This design comes from an exercise in tuning for small area, a short achievable clock period and few clock cycles per item on the open sky130 flow, not from production work. Function was checked by simulation only, so behaviour that the tests miss may differ from the original.

## rev 12
// sha256_core
module sha256_core (
    input  wire         clk,
    input  wire         rst,         
    input  wire         in_valid,
    output wire         in_ready,
    input  wire         first,       
    input  wire [511:0] block,
    output reg          out_valid,
    output wire [255:0] digest
);
    localparam [31:0] IV0 = 32'h6a09e667, IV1 = 32'hbb67ae85, IV2 = 32'h3c6ef372, IV3 = 32'ha54ff53a,
                      IV4 = 32'h510e527f, IV5 = 32'h9b05688c, IV6 = 32'h1f83d9ab, IV7 = 32'h5be0cd19;
    reg        busy;
    reg  [5:0] c;
    reg        cur_valid;    
    reg        pend;         
    reg        fill_ok;      
    reg        fr;           
    reg        frn;          
    reg        z0;           
    wire c_is62 = (c == 6'd62);
    wire c_is63 = (c == 6'd63);
    wire fill   = (c[5:4] == 2'b11);
    assign in_ready = busy & c_is63 & fill_ok;
    wire   acc      = in_valid & in_ready & ~rst;
    always @(posedge clk) begin
        if (rst) begin
            busy      <= 1'b0;
            c         <= 6'd48;
            cur_valid <= 1'b0;
            pend      <= 1'b0;
            fr        <= 1'b0;
            z0        <= 1'b0;
            out_valid <= 1'b0;
        end else begin
            out_valid <= z0 & cur_valid;
            z0        <= busy & c_is63;
            if (!busy) begin
                c <= 6'd48;
                if (in_valid) begin
                    busy      <= 1'b1;
                    c         <= 6'd49;
                    cur_valid <= 1'b0;
                    pend      <= 1'b0;
                end
            end else begin
                c <= c + 6'd1;
                if (c_is63)
                    pend <= in_valid & fill_ok;
                if (z0) begin
                    cur_valid <= pend;
                    fr        <= pend & frn;
  ...
make LEC_CHECK=0 CAP_MARGIN=20 CORE_MARGIN=2 CORE_UTILIZATION=40 PLACE_DENSITY=0.6 SETUP_SLACK_MARGIN=5 SLEW_MARGIN=20 finish   # period 9.0 ns
run.sh (not shown) runs the stock make flow with config.mk's settings and CLKGATE_MAP_FILE= SYNTH_SCRIPT=/design/flow/synth_recipe.tcl, a recipe that flattens the netlist after the stock synthesis.
Testbench counts of rev 12, summed over its fixed seeds: cycles 82,064, items 1,280.
Modified inputs, rev 13 compared to rev 12
# rev 12
export LEC_CHECK = 0
export CAP_MARGIN = 20
export CORE_MARGIN = 2
export CORE_UTILIZATION = 40
export PLACE_DENSITY = 0.6
export SETUP_SLACK_MARGIN = 5
export SLEW_MARGIN = 20
create_clock -name core_clock -period 9.0 [get_ports {clk}]
# rev 13
export LEC_CHECK = 0
export CAP_MARGIN = 20
export CORE_MARGIN = 2
export CORE_UTILIZATION = 60
export PLACE_DENSITY = 0.75
export SETUP_SLACK_MARGIN = 4
export SLEW_MARGIN = 20
create_clock -name core_clock -period 9.0 [get_ports {clk}]
Notes after the runs:
Rev 13 did not run to completion, as it errored out during global routing.
Between rev 12 and rev 13, the difference in maximum number of buffers from clock root to sink is negligible.
Delta (rev 13 minus rev 12): number of placed cells counting well taps moved down, count of cells resized by post-cts repair moved down, number of cells produced by synthesis level.

---

sha256_core, a different RTL version from the one above (not shown whole).
Size in the first run: about 5400 cells after synthesis, ~1100 flip-flops, roughly 770 I/O pins, roughly 54000 µm² of cells after synthesis.
Settings: LEC_CHECK=0, CAP_MARGIN=20, CORE_MARGIN=2, CORE_UTILIZATION=45, CTS_BUF_LIST=sky130_fd_sc_hd__clkbuf_8, CTS_CLUSTER_DIAMETER=70, CTS_CLUSTER_SIZE=14, PLACE_DENSITY=0.65, SETUP_SLACK_MARGIN=4.5, SLEW_MARGIN=20; clock period 9.0 ns.
standard.sh (not shown) runs the stock make flow with config.mk's settings and CLKGATE_MAP_FILE= SYNTH_SCRIPT=/design/flow/synth_recipe.tcl, a recipe that flattens the netlist after the stock synthesis.
==> flow/flow/run.sh <==
#!/bin/bash
set -e
export BUFFER_PORTS_ARGS="-buffer_cell sky130_fd_sc_hd__buf_1"
bash standard.sh MATCH_CELL_FOOTPRINT=0 finish > standard.log 2>&1
Testbench counts at the start, summed over its fixed seeds: cycles 82,064, items 1,280.
Next try:
Settings changed: CORE_UTILIZATION 45 to 50, CTS_CLUSTER_DIAMETER 70 to not set, CTS_CLUSTER_SIZE 14 to not set, PLACE_DENSITY 0.65 to 0.7, SETUP_SLACK_MARGIN 4.5 to 4.
The changed run ran to the end with no violations.
Routed wire length came out lower by 1.2%.
Design area barely changes.
Global-route usage climbs by 3.9 points.
Non-clock buffer count goes down by 66.
Worst setup slack loses 260 ps.
Synthesized cell count does not change.
Maximum frequency came out lower by 5.3%.
Count of clock-buffer cells in the layout rises by 136.

[static timing again, ports no longer ideal]
The results above use ideal ports. As a check the final layouts listed here were re-extracted and re-timed, cells and wires unchanged.
Step 1 sets driving cells, clkbuf_16 on the clock port and buf_2 on the other inputs (assumed; they add their load-dependent delay and slew).
Step 2 adds t to the input delays and takes it off the output delays; t is the mean of the earliest and latest rising clock arrival at the registers after step 1. Input paths then give back, and output paths get back, about the clock's delay inside the block.
Three values: ideal ports, drivers, drivers and shift; two values: the first two.
run | t, ns | setup slack, ns | worst hold slack (ns) | pins driven straight from the clock port
rev 12 | 0.824 | 3.789 / 3.789 / 3.789 | 0.283 / 0.283 / 0.283 | 1
the first run of note 2 | 0.879 | 4.321 / 4.321 / 4.321 | 0.288 / 0.288 / 0.288 | 1
the second run of note 2 | 0.925 | 4.060 / 4.060 / 4.060 | 0.292 / 0.292 / 0.292 | 1
After both steps every run listed still meets setup and hold.
